What follows belongs to an exercise in optimizing a design on an open flow for small area, a short achievable clock period and few clock cycles; a production flow would make more cautious choices.
Only simulation tests tie the RTL to the original design; equivalence was not proved.

==> design/flow/design.v <==
module lin_engine (
    input  wire         clk,
    input  wire         rst,
    input  wire         start,
    input  wire [23:0]  code,
    input  wire [2:0]   rng,
    input  wire         general,
    input  wire         poly,
    input  wire [3:0]   nx,
    input  wire [1:0]   nt,
    input  wire [31:0]  temp,
    input  wire         temp_old,
    input  wire [767:0] coef,
    input  wire [31:0]  xmin,
    input  wire [31:0]  xmax,
    input  wire [31:0]  tmin,
    input  wire [31:0]  tmax,
    output reg          done,
    output wire [31:0]  y,
    output wire         extrap,
    output wire         nonfin
);
    reg        busy;
    reg [1:0]  t;           
    reg        ph;          
    reg        poly_r;
    reg [2:0]  nxe_r;
    reg [1:0]  nt_r;
    reg [2:0]  ci0, ci1;    
    reg [2:0]  si0, si1;    
    reg [31:0] ma, mb;      
    reg [31:0] pr;          
    reg [31:0] ad;          
    reg [31:0] x_r;
    reg [31:0] r0, r1;      
    reg [31:0] y_r;
    reg        ext_r, tnf_r;
    reg        a_init, a_last, a_final;
    reg [1:0]  a_j;
    wire [2:0] nxe = (nx > 4'd5) ? 3'd5 : nx[2:0];
    reg [31:0] fs;
    always @* begin
        if (!general) begin
            case (rng[1:0])
                2'd0:    fs = 32'h4000_0000;    
                2'd1:    fs = 32'h4080_0000;    
                2'd2:    fs = 32'h4100_0000;    
                default: fs = 32'h4180_0000;    
            endcase
        end else begin
            case (rng)
                3'd0:    fs = 32'h3CCC_CCCD;    
                3'd1:    fs = 32'h3DCC_CCCD;    
                3'd2:    fs = 32'h3F80_0000;    
                3'd3:    fs = 32'h4120_0000;    
                3'd4:    fs = 32'h41C8_0000;    
                3'd6:    fs = 32'h43C8_0000;    
                default: fs = 32'h457A_0000;    
            endcase
        end
    end
    wire        code_neg = code[23];
    wire [23:0] code_mag = code_neg ? (~code + 24'd1) : code;
    reg  [4:0]  code_lz;
    reg  [23:0] code_norm;
    reg  [31:0] code_f;
    integer     k;
    always @* begin
        code_lz = 5'd0;
        for (k = 0; k < 24; k = k + 1)
            if (code_mag[k]) code_lz = 5'd23 - k[4:0];
        code_norm = code_mag << code_lz;
        if (code_mag == 24'd0)
            code_f = 32'd0;
        else
            code_f = {code_neg, 8'd150 - {3'd0, code_lz}, code_norm[22:0]};
    end
    wire [22:0] dr   = pr[22:0] + 23'd1;             
    wire        da2  = (pr[22:1] == 22'h3F_FFFF);    
    wire [30:0] dmag = da2 ? {pr[30:23] - 8'd22, 22'd0, pr[0]}
                           : ({pr[30:23] - 8'd23, dr} + {30'd0, dr[22]});
    wire [31:0] div_out = (pr[30:0] == 31'd0) ? {pr[31], 31'd0}
                                              : {pr[31], dmag};
    wire [31:0] mul_y, add_y;
    lin_fmul u_mul (.a(ma), .b(mb), .y(mul_y));
    lin_fadd u_add (.a(pr), .b(ad), .y(add_y));
    wire [31:0] res = a_init ? ad : add_y;
    function [3:0] prog(input [1:0] n, input ln, input [2:0] c);
        begin
            prog = 4'b0000;
            if (!ln) begin
                case (n)
                    2'd0: case (c)
                        3'd0: prog = 4'b1000;           
                        default: ;
                    endcase
                    2'd1: case (c)
                        3'd0: prog = 4'b1001;           
                        3'd1: prog = 4'b1100;           
                        default: ;
                    endcase
                    2'd2: case (c)
                        3'd0: prog = 4'b1000;           
                        3'd1: prog = 4'b1010;           
                        3'd2: prog = 4'b1101;           
                        3'd3: prog = 4'b1100;           
                        default: ;
                    endcase
                    default: case (c)
                        3'd0: prog = 4'b1001;           
                        3'd1: prog = 4'b1011;           
                        3'd2: prog = 4'b1110;           
                        3'd3: prog = 4'b1101;           
                        3'd4: prog = 4'b1100;           
                        default: ;
                    endcase
                endcase
            end else begin
                case (n)
                    2'd1: if (c == 3'd0) prog = 4'b1000;            
                    2'd2: if (c == 3'd0) prog = 4'b1001;            
                    2'd3: if (c == 3'd0) prog = 4'b1000;            
                          else if (c == 3'd1) prog = 4'b1010;       
                    default: ;
                endcase
            end
        end
    endfunction
    wire [2:0] m_ci = ph ? ci1 : ci0;
    wire [2:0] m_si = ph ? si1 : si0;
    wire [3:0] m_op = prog(nt_r, ph, m_ci);
    wire       m_v  = m_op[3] & poly_r;
    wire       m_t  = m_op[2];
    wire [1:0] m_j  = m_op[1:0];
    wire       m_last = (m_si == nxe_r);
    wire [3:0] n_op = prog(nt_r, ~ph, ph ? ci0 : ci1);
    wire       n_t  = n_op[3] & n_op[2];
    wire [2:0] cblk = nxe_r - m_si;
    wire [4:0] cidx = {cblk, m_j};
    wire [31:0] coef_sel = coef[cidx*32 +: 32];
    wire       m_byp = m_t && (nt_r[0] && m_j == nt_r - 2'd1);
    wire le_xmin, le_xmax, le_tmin, le_tmax;
    lin_fle u_le0 (.a(xmin),    .b(div_out), .le(le_xmin));
    lin_fle u_le1 (.a(div_out), .b(xmax),    .le(le_xmax));
    lin_fle u_le2 (.a(tmin),    .b(temp),    .le(le_tmin));
    lin_fle u_le3 (.a(temp),    .b(tmax),    .le(le_tmax));
    wire x_out = !(le_xmin && le_xmax);
    wire t_out = (nt_r != 2'd0) && !(le_tmin && le_tmax);
    wire y_nf = (y_r[30:23] == 8'hFF);
    assign nonfin = poly_r & (tnf_r | y_nf);
    assign extrap = poly_r & (nonfin | ext_r);
    assign y      = (poly_r & (tnf_r | y_nf)) ? 32'h7FC0_0000 : y_r;
    always @(posedge clk) begin
        if (rst) begin
            busy <= 1'b0;
            done <= 1'b0;
        end else begin
            done <= 1'b0;
            if (!busy) begin
                if (start) begin
                    busy   <= 1'b1;
                    t      <= 2'd1;
                    ph     <= 1'b0;
                    poly_r <= poly;
                    nxe_r  <= nxe;
                    nt_r   <= nt;
                    ci0 <= 3'd0; si0 <= 3'd0;
                    ci1 <= 3'd0; si1 <= 3'd0;
                    a_init <= 1'b0; a_last <= 1'b0; a_final <= 1'b0;
                    ma <= code_f;
                    mb <= fs;
                end
            end else begin
                if (t != 2'd3) t <= t + 2'd1;
                ph <= ~ph;
                pr <= mul_y;
                ma <= res;
                mb <= n_t ? temp : ((t == 2'd2) ? div_out : x_r);
                if (t == 2'd2) begin
                    x_r   <= div_out;
                    ext_r <= temp_old | x_out | t_out;
                    tnf_r <= (temp[30:23] == 8'hFF);
                    if (!poly_r) begin
                        y_r  <= div_out;
                        done <= 1'b1;
                        busy <= 1'b0;
                    end
                end
                if (a_last && a_j == 2'd0) r0 <= res;
                if (a_last && a_j == 2'd1) r1 <= res;
                if (a_final) begin
                    y_r  <= res;
                    done <= 1'b1;
                    busy <= 1'b0;
                end
                a_init  <= m_v && !m_t && (m_si == 3'd0);
                a_last  <= m_v && !m_t && m_last;
                a_j     <= m_j;
                a_final <= m_v && (m_t ? (m_j == 2'd0)
                                       : (m_last && nt_r == 2'd0));
                if (m_t)
                    ad <= m_byp ? res : (m_j[0] ? r1 : r0);
                else
                    ad <= coef_sel;
                if (m_v) begin
                    if (m_t || m_last) begin
                        if (ph) begin ci1 <= ci1 + 3'd1; si1 <= 3'd0; end
                        else    begin ci0 <= ci0 + 3'd1; si0 <= 3'd0; end
                    end else begin
                        if (ph) si1 <= si1 + 3'd1;
                        else    si0 <= si0 + 3'd1;
                    end
                end
            end
        end
    end
endmodule
module lin_fle (
    input  wire [31:0] a,
    input  wire [31:0] b,
    output wire        le
);
    wire a_nan = (a[30:23] == 8'hFF) && (a[22:0] != 23'd0);
    wire b_nan = (b[30:23] == 8'hFF) && (b[22:0] != 23'd0);
    wire both_zero = (a[30:0] == 31'd0) && (b[30:0] == 31'd0);
    assign le = (a_nan || b_nan) ? 1'b0 :
                both_zero        ? 1'b1 :
                (a[31] != b[31]) ? a[31] :
                a[31]            ? (a[30:0] >= b[30:0]) :
                                   (a[30:0] <= b[30:0]);
endmodule
module lin_fmul (
    input  wire [31:0] a,
    input  wire [31:0] b,
    output reg  [31:0] y
);
    wire        sa = a[31];
    wire        sb = b[31];
    wire [7:0]  ea = a[30:23];
    wire [7:0]  eb = b[30:23];
    wire [22:0] fa = a[22:0];
    wire [22:0] fb = b[22:0];
    wire a_nan  = (ea == 8'hFF) && (fa != 23'd0);
    wire b_nan  = (eb == 8'hFF) && (fb != 23'd0);
    wire a_inf  = (ea == 8'hFF) && (fa == 23'd0);
    wire b_inf  = (eb == 8'hFF) && (fb == 23'd0);
    wire a_zero = (a[30:0] == 31'd0);
    wire b_zero = (b[30:0] == 31'd0);
    wire sy     = sa ^ sb;
    wire [23:0] ma = {ea != 8'd0, fa};
    wire [23:0] mb = {eb != 8'd0, fb};
    wire [7:0]  ea_eff = (ea == 8'd0) ? 8'd1 : ea;
    wire [7:0]  eb_eff = (eb == 8'd0) ? 8'd1 : eb;
    wire [47:0] prod = ma * mb;
    reg  [5:0]         lz;
    reg  [47:0]        norm;
    reg  signed [10:0] er;
    reg  [10:0]        shamt;
    reg  [95:0]        wide;
    reg  [7:0]         exp_f;
    reg  [22:0]        frac;
    reg                g, s, rup;
    reg  [30:0]        mag;
    integer            k;
    always @* begin
        lz = 6'd0;
        for (k = 0; k < 48; k = k + 1)
            if (prod[k]) lz = 6'd47 - k[5:0];
        norm = prod << lz;
        er = $signed({3'b000, ea_eff}) + $signed({3'b000, eb_eff})
           - 11'sd126 - $signed({5'b00000, lz});
        exp_f = 8'd0;
        frac  = 23'd0;
        g     = 1'b0;
        s     = 1'b0;
        shamt = 11'd0;
        wide  = 96'd0;
        if (er >= 11'sd1) begin
            exp_f = er[7:0];
            frac  = norm[46:24];
            g     = norm[23];
            s     = |norm[22:0];
        end else begin
            shamt = 11'd1 - er;
            if (shamt > 11'd60) shamt = 11'd60;
            wide  = {norm, 48'd0} >> shamt;
            frac  = wide[94:72];
            g     = wide[71];
            s     = |wide[70:0];
        end
        rup = g & (s | frac[0]);
        mag = {exp_f, frac} + {30'd0, rup};
        if (a_nan || b_nan || (a_inf && b_zero) || (b_inf && a_zero))
            y = 32'h7FC0_0000;
        else if (a_inf || b_inf)
            y = {sy, 8'hFF, 23'd0};
        else if (a_zero || b_zero)
            y = {sy, 31'd0};
        else if (er >= 11'sd255)
            y = {sy, 8'hFF, 23'd0};
        else
            y = {sy, mag};
    end
endmodule
module lin_fadd (
    input  wire [31:0] a,
    input  wire [31:0] b,
    output reg  [31:0] y
);
    wire a_nan = (a[30:23] == 8'hFF) && (a[22:0] != 23'd0);
    wire b_nan = (b[30:23] == 8'hFF) && (b[22:0] != 23'd0);
    wire a_inf = (a[30:23] == 8'hFF) && (a[22:0] == 23'd0);
    wire b_inf = (b[30:23] == 8'hFF) && (b[22:0] == 23'd0);
    wire        swap = (a[30:0] < b[30:0]);
    wire [31:0] x = swap ? b : a;
    wire [31:0] z = swap ? a : b;
    wire [7:0]  ex = (x[30:23] == 8'd0) ? 8'd1 : x[30:23];
    wire [7:0]  ez = (z[30:23] == 8'd0) ? 8'd1 : z[30:23];
    wire [23:0] mx = {x[30:23] != 8'd0, x[22:0]};
    wire [23:0] mz = {z[30:23] != 8'd0, z[22:0]};
    wire        sub = x[31] ^ z[31];
    reg  [7:0]  d;
    reg  [53:0] zal;
    reg  [26:0] zsh;
    reg  [27:0] sum;
    reg  [4:0]  lz;
    reg  [26:0] n;
    reg  [8:0]  e;
    reg  [22:0] frac;
    reg         g, s, rup;
    reg  [31:0] mag;
    integer     k;
    always @* begin
        d   = ex - ez;
        if (d > 8'd31) d = 8'd31;
        zal = {mz, 3'b000, 27'd0} >> d;
        zsh = zal[53:27] | {26'd0, |zal[26:0]};
        sum = sub ? ({1'b0, mx, 3'b000} - {1'b0, zsh})
                  : ({1'b0, mx, 3'b000} + {1'b0, zsh});
        lz = 5'd0;
        for (k = 0; k < 27; k = k + 1)
            if (sum[k]) lz = 5'd26 - k[4:0];
        if (sum[27]) begin
            n = sum[27:1] | {26'd0, sum[0]};
            e = {1'b0, ex} + 9'd1;
        end else if ({4'd0, lz} < {1'b0, ex}) begin
            n = sum[26:0] << lz;
            e = {1'b0, ex} - {4'd0, lz};
        end else begin
            n = sum[26:0] << (ex - 8'd1);
            e = 9'd0;
        end
        frac = n[25:3];
        g    = n[2];
        s    = n[1] | n[0];
        rup  = g & (s | frac[0]);
        mag  = {e, frac} + {31'd0, rup};
        if (a_nan || b_nan || (a_inf && b_inf && (a[31] != b[31])))
            y = 32'h7FC0_0000;
        else if (a_inf)
            y = a;
        else if (b_inf)
            y = b;
        else if (sum == 28'd0)
            y = {a[31] & b[31], 31'd0};
        else if (e >= 9'd255 || mag[31:23] >= 9'd255)
            y = {x[31], 8'hFF, 23'd0};
        else
            y = {x[31], mag[30:0]};
    end
endmodule
==> design/flow/run.sh <==
#!/bin/bash
# synth_recipe.tcl (not shown) runs the flow's synth.tcl, then flattens the netlist and writes it again
# the make line also repeats each setting of config.mk as NAME=value (left out here)
make -C /OpenROAD-flow-scripts/flow DESIGN_CONFIG=/design/flow/config.mk WORK_HOME=/design/flow/orfs CLKGATE_MAP_FILE= SYNTH_SCRIPT=/design/flow/synth_recipe.tcl finish
==> design/flow/config.mk <==
export PLATFORM = sky130hd
export DESIGN_NAME = lin_engine
export DESIGN_NICKNAME = lin_engine
export VERILOG_FILES = /design/flow/design.v
export SDC_FILE = /design/flow/constraint.sdc
export NUM_CORES = 4
export LEC_CHECK = 0
export CAP_MARGIN = 20
export CORE_MARGIN = 2
export CORE_UTILIZATION = 40
export SLEW_MARGIN = 20
==> design/flow/constraint.sdc <==
create_clock -name core_clock -period 30.0 [get_ports {clk}]
set_input_delay 6.0000 -clock core_clock [delete_from_list [all_inputs] [get_ports {clk}]]
set_output_delay 6.0000 -clock core_clock [all_outputs]
set_load 0.01 [all_outputs]
==> results.toml <==
[cells_and_area]
drive_gt1_frac = 0.0563
fin_cells = 12400
nets = 12000
layout-area-overhead-vs-synth_pct = 19.8

[worst_setup_path]
end_kind = "flip-flop"
r2r_slack_ns = 9.50
worst-path-buf-inv = 5
slowest_delay_ns = 0.80
cp-startpoint = "pr[26]$_SDFFCE_PP1P_"
critical_path_class = "reg2reg"
timing.rr.end = "ma[28]$_DFFE_PP_"
crit_path_max_fanout = 39
ff2ff_path_depth = 68
cp.depth = 68
cpLargestDelayFamily = "simple AND/OR/NAND/NOR gates"
worstSetupStartpointType = "flip-flop"
worstPathRequired_ns = 30.48
endpoint = "ma[28]$_DFFE_PP_"
r2r_start = "pr[26]$_SDFFCE_PP1P_"
cp_data_arrival_time_ns = 20.97
cpMaxStageDelayCell = "nor4_1"

[synth]
synth_edf_count = 284
synthCells = 9462
synth_ff_type = "edfxtp_1"
synthTopCellsByArea = "fa_1, edfxtp_1, nand2_1"
ys_ff_latch = 286
synth.distinct_cells = 120
yosysTopAreaCell = "fa_1"
synthArstFlopShare = 0
synth_nets = 11400
seq_area_frac_synth = 0.125
avgSynthCellArea_um2 = 7.24
ys_warn_count = 3
yosysTopAreaCellShare = 0.143
synth_area_um2 = 68500

[timing]
rsz0062_at_grt = "false"
setup_viol = 0
period_needed_ns = 20.50
finalHoldViolCount = 0
tightestPinTransition_ns = 1.30
drv_slew = 0
period_share = 0.683
tns_ns = 0
setup_slack_ns = 9.50
skew_ns = 0.0361
maxSlewHeadroom = 0.124
timing.hold.ws_ns = 0.571
fmax_mhz = 48.8

[route]
wl_per_cell_um = 33.8
routed-via-count = 81500
routed_wl_um = 418000
drtIter0Drc = 12000
route.antenna.remaining_nets = 0
avgViaCountPerCell = 6.59
firstDrtPassIters = 6
drc = 0

[clock_network]
path_clk_slew_ns = 0.06
clk_latency_ns = 0.60
cts_buffer_depth = 3
cts_tree = "yes"
post_cts_buffers = 0
ctsHoldBuffers = 0
htree_num_levels = 2
cts_buffers = 35
ctsResizeCount = 0
cts_root_buf = "clkbuf_16"
cts_sinks = 286

[floorplanning]
pin_count = 1002
initial_core_util = 0.404
coreArea_um2 = 170000
die_area_um2 = 175000
num_rows = 151
die_y_um = 418
die_w_um = 418

[run_status]
status = "no timing/DRC/antenna violations"

[hold_path]
hold_depth = 1
holdCritPathClass = "reg2reg"

[global_route]
grt-ovfl-total = 0
grt_pass1_vias = 76200
grt_antenna_before_repair = 68
grt_max_degree = 151
grt_usage = 0.464
grt_pass1_wl_um = 583000

[placed_design]
portBuffers = 1001
dp_slack_ns = 10.28
place_hpwl_um = 341000
place_inst = 12200
place_congestion = 1.12

[job]
maxCapViolCount = 0
cell type report:
cell class / instances / area (um^2)
repair buffers: 1226 / 11800
well taps: 2218 / 2780
diodes: 53 / 133
clock buffers: 39 / 911
flip-flops and latches: 286 / 8570
clock inverters: 22 / 285
multi-input cells: 7686 / 54500
inverters: 837 / 3160
fillers: 17000 / 87700
synth_stat cells (156+ instances only):
cell type and number:
ha_1 441, fa_1 488, nand3_1 451, inv_1 829, edfxtp_1 284, clkbuf_1 533, mux2i_1 156, o21ai_0 416
a21oi_1 468, and2_1 278, and3_1 175, nor2_1 583, nand2_1 1754, nor3_1 210
layer usage:
metal  up-vias  GRT usage  wire [um]
met1     39900      0.587     159000
li1      34700          -          -
met3      1197      0.133      47500
met4        42      0.357      40200
met2      5620      0.665     171000
met5         -    0.00194        299
sequential cells by signal, indices dropped and copies added, names as in the netlist, 2 cells and up:
name	count
a_j	2
t	2
ma	32
ci0	3
si1	3
x_r	32
ci1	3
r1	32
nt_r	2
r0	32
pr	32
y_r	32
mb	32
si0	3
nxe_r	3
ad	32
worst min path at each step:
| stage | startpoint | endpoint | slack, ns |
|---|---|---|---|
| after global placement | x_r[31]$_DFFE_PP_ | x_r[31]$_DFFE_PP_ | 0.55 |
| after global routing | x_r[25]$_DFFE_PP_ | x_r[25]$_DFFE_PP_ | 0.58 |
| after CTS | x_r[13]$_DFFE_PP_ | x_r[13]$_DFFE_PP_ | 0.57 |
| after floorplan | x_r[23]$_DFFE_PP_ | x_r[23]$_DFFE_PP_ | 0.54 |
| final | x_r[31]$_DFFE_PP_ | x_r[31]$_DFFE_PP_ | 0.57 |
| after detailed placement | x_r[13]$_DFFE_PP_ | x_r[13]$_DFFE_PP_ | 0.56 |
per-stage QoR:
step | utilization | area [um^2]
floorplan | - | 68500
global placement | 0.475 | 80600
detailed placement | 0.475 | 80700
CTS | 0.482 | 81900
global route | 0.483 | 82100
finish | 0.483 | 82100
cell usage in the layout, fill, tap and decap left out, types with 218 or more instances in the layout:
cell type	synthesis	routed
nand2_1	1754	1747
clkdlybuf4s50_1	0	1001
inv_1	829	824
nor2_1	583	578
fa_1	488	487
a21oi_1	468	466
nand3_1	451	450
ha_1	441	440
o21ai_0	416	411
edfxtp_1	284	284
and2_1	278	278
buf_4	21	218
cell families after synthesis:
kind of cell / count (synthesis) / synth area share
AOI/OAI and AO/OA: 2279 / 0.228
xor gates and xnor gates: 203 / 0.0259
adders and majority gates: 929 / 0.223
buffers and inverters: 1490 / 0.0838
DFF: 286 / 0.125
muxes: 251 / 0.0394
and+or+nand+nor: 4024 / 0.275
Testbench counts, summed over its fixed seeds: cycles 7,728.

==> re-timing with driven ports <==
The flow's constraints put no driver on any port. The routed layout listed below was extracted and timed again, unchanged, in two steps.
Step 1, drivers: a clkbuf_16 drives clk and a buf_2 each remaining input, both assumed.
Step 2, shift: input delay + t, output delay - t, t = (earliest + latest rising clock arrival at the registers) / 2. This alone moves slack from input paths to output paths.
a / b / c = ideal / step 1 / step 2; a / b = the first two.
t, ns: 0.681
setup WS [ns]: 9.504 / 9.504 / 9.504
worst setup path at the end: register to register
After both steps this run still meets setup and hold. For this run, drivers alone change the setup slack by 0.000 ns; drivers and shift together by 0.000 ns.
